Source: an optimization exercise on an open RTL-to-GDS flow (aim: small area, a short achievable clock period and few clock cycles per item). Production flows keep margins and buffers that such runs may drop. At most, simulation tests tie the RTL to the original design; equivalence was not proved.

== AL ==
==> flow/design.v (excerpt) <==
module cmp_coder (
    input  wire        clk,
    input  wire        rst,         
    input  wire [1:0]  cfg_fmt,     
    input  wire [1:0]  cfg_type,    
    input  wire        cfg_pred,    
    input  wire [2:0]  cfg_e,       
    input  wire        in_valid,
    output wire        in_ready,
    input  wire [15:0] in_pix,
    input  wire        in_last,
    output reg         out_valid,
    input  wire        out_ready,
    output reg  [31:0] out_data,
    output reg         out_last,
    output wire [15:0] res_len,     
    output wire [15:0] res_npix,    
    output wire [31:0] res_crc      
);
Size in the first run: ~3800 cells after synthesis, roughly 450 flip-flops.
export LEC_CHECK = 0
export CAP_MARGIN = 20
export CORE_MARGIN = 2
export CORE_UTILIZATION = 55
export CTS_CLUSTER_DIAMETER = 80
export CTS_CLUSTER_SIZE = 34
export SLEW_MARGIN = 20
create_clock -name core_clock -period 55.0 [get_ports {clk}]
standard.sh (not shown) runs the stock make flow with config.mk's settings and CLKGATE_MAP_FILE= SYNTH_SCRIPT=/design/flow/synth_recipe.tcl, a recipe that flattens the netlist after the stock synthesis.
==> flow/flow/run.sh <==
#!/bin/bash
set -uo pipefail
export SETUP_SLACK_MARGIN=43
bash standard.sh > standard.log 2>&1
The inputs of MS differ from those of AL as listed below.
--- a/flow/design.v
+++ b/flow/design.v
@@ -142,18 +142,19 @@
             s2_asel  <= s1_asel;
             s2_r     <= r2;
             s2_q     <= {s1_q[15:10], q2};
         end
     end
     reg signed [3:0] adj1, adj2;    
     reg [1:0]  ctx;                 
     reg [21:0] a_r [0:3];
     reg [5:0]  n_r [0:3];
+    reg [3:0]  cused;               
     reg [13:0] npix;
     wire [15:0] x3 = s1_v ? x2 : x1;
     wire signed [3:0] adjp = (s2_asel == 2'd0) ? 4'sd0 : (s2_asel == 2'd1) ? adj1 : adj2;
     wire signed [5:0] tt   = $signed({2'b00, s2_r}) + (s2_sgn ? -{{2{adjp[3]}}, adjp} : {{2{adjp[3]}}, adjp});
     wire        corr = (tt > $signed({3'b000, ee}));
     wire signed [5:0] sp   = corr ? tt - $signed({2'b00, w}) : tt;    
     wire signed [5:0] s    = s2_sgn ? -sp : sp;                       
     wire [15:0] hu  = x3 - {{10{s[5]}}, s};
     wire [15:0] top = ~x3 & maxv;                                     
@@ -170,20 +171,20 @@
             all1[ib] = all1[ib-1] & s2_q[ib-1];
             all0[ib] = all0[ib-1] & ~s2_q[ib-1];
         end
     end
     wire        qz   = all0[16];
     wire        incq = corr & ~s2_sgn;
     wire        decq = ~corr & s2_sgn & ~qz;
     wire [14:0] mhi  = s2_q[14:0] ^ (({15{incq}} & all1[14:0]) | ({15{decq}} & all0[14:0]));
     wire [15:0] m    = {mhi, corr ? s2_sgn : (s2_sgn & ~qz)};
-    wire [21:0] a_c = a_r[ctx];
-    wire [5:0]  n_c = n_r[ctx];
+    wire [21:0] a_c = cused[ctx] ? a_r[ctx] : 22'd4;
+    wire [5:0]  n_c = cused[ctx] ? n_r[ctx] : 6'd1;
     function lt6;
         input [5:0] a;
         input [5:0] b;
         integer i;
         reg r, e;
         begin
             r = 1'b0;
             e = 1'b1;
             for (i = 5; i >= 0; i = i - 1) begin
@@ -247,57 +248,52 @@
     assign res_crc = crc;
     reg        s3_v, s3_last, s3_first, s3_raw;
     reg [1:0]  s3_fmt;
     reg [15:0] s3_m;          
     reg [4:0]  s3_k;
     integer j3;
     always @(posedge clk) begin
         if (rst_r) begin
             s3_v <= 1'b0;
-            ctx  <= 2'd0;
-            adj1 <= 4'sd0;
-            adj2 <= 4'sd0;
-            for (j3 = 0; j3 < 4; j3 = j3 + 1) begin
-                a_r[j3] <= 22'd4;
-                n_r[j3] <= 6'd1;
-            end
+            ctx   <= 2'd0;
+            adj1  <= 4'sd0;
+            adj2  <= 4'sd0;
+            cused <= 4'd0;
         end else if (run) begin
             s3_v     <= s2_v;
             s3_last  <= s2_last;
             s3_first <= s2_first;
             s3_raw   <= is_raw;
             s3_fmt   <= fmt_r;
             s3_m     <= is_raw ? h : m;
             s3_k     <= k;
             if (s2_v) begin
                 crc   <= crc_new;
                 cbits <= cb_new;
                 npix  <= s2_first ? 14'd1 : npix + 14'd1;
                 adj2  <= adj1;
                 adj1  <= is_bnd ? adjn : 4'sd0;
                 ctx   <= (m == 16'd0) ? 2'd0 :
                          (m[15:2] == 14'd0 && !(m[1] && m[0])) ? 2'd1 :
                          (m[15:4] == 12'd0 && !(&m[3:0])) ? 2'd2 : 2'd3;
                 if (!is_raw) begin
+                    cused[ctx] <= 1'b1;
                     if (&n_c) begin
                         a_r[ctx] <= (a_c + {6'd0, m}) >> 1;
                         n_r[ctx] <= 6'd32;
                     end else begin
                         a_r[ctx] <= a_c + {6'd0, m};
                         n_r[ctx] <= n_c + 6'd1;
                     end
                 end
                 if (s2_last) begin
-                    ctx <= 2'd0;
-                    for (j3 = 0; j3 < 4; j3 = j3 + 1) begin
-                        a_r[j3] <= 22'd4;
-                        n_r[j3] <= 6'd1;
-                    end
+                    ctx   <= 2'd0;
+                    cused <= 4'd0;
                 end
             end
         end
     end
     assign res_npix = {2'b00, npix};
     wire [4:0] b4 = (s3_fmt == 2'd0) ? 5'd10 : (s3_fmt == 2'd1) ? 5'd12 : 5'd16;
     wire [15:0] mask4 = (s3_fmt == 2'd0) ? 16'h03FF : (s3_fmt == 2'd1) ? 16'h0FFF : 16'hFFFF;
     wire [15:0] qv    = s3_m >> s3_k;
     wire        esc   = (|qv[15:5]) | (qv[4] & qv[3]);
Notes after the runs:
- Looking at AL and MS, the fmax is a wash.
- On area added between synthesis and finish, AL and MS are neck and neck.
- Arithmetic-cell share of the synthesized area counting full adders, half adders and majority gates up 0.43 points in MS wrt AL
- Overall routing resource usage, AL and MS, lower one = MS.
- The transition time at the pin with the least slew margin of MS and that of AL are within noise of each other.
- First-iteration DRC count of MS falls short of that of AL by more than 10%.
Testbench counts of MS, summed over its fixed seeds: cycles 138,779, pixels 137,713.
Function not checked in AL: the RTL went through the layout flow alone.

-- afterwards: timing with drivers on the ports --
The flow's constraints put no driver on any port. The routed layouts listed below were extracted and timed again, unchanged, in two steps. Step 1 (the two cells are an assumption about what drives the block):
set clk [get_ports {clk}]
set_driving_cell -lib_cell sky130_fd_sc_hd__clkbuf_16 $clk
set_driving_cell -lib_cell sky130_fd_sc_hd__buf_2 [delete_from_list [all_inputs] $clk]
Step 2 adds t to the input delays and takes it off the output delays; t is the mean of the earliest and latest rising clock arrival at the registers after step 1. Input paths then give back, and output paths get back, about the clock's delay inside the block. a / b / c = no drivers / after step 1 / after step 2; a / b = the first two.
| run | shift t [ns] | setup WS [ns] | pins driven straight from the clock port |
|---|---|---|---|
| AL | 0.672 | 42.735 / 42.670 / 42.645 | 1 |
| MS | 0.693 | 42.731 / 42.665 / 42.653 | 1 |
After both steps setup and hold are still met in every run listed. For AL, which loses most, drivers alone change the setup slack by -0.065 ns; drivers and shift together by -0.090 ns.
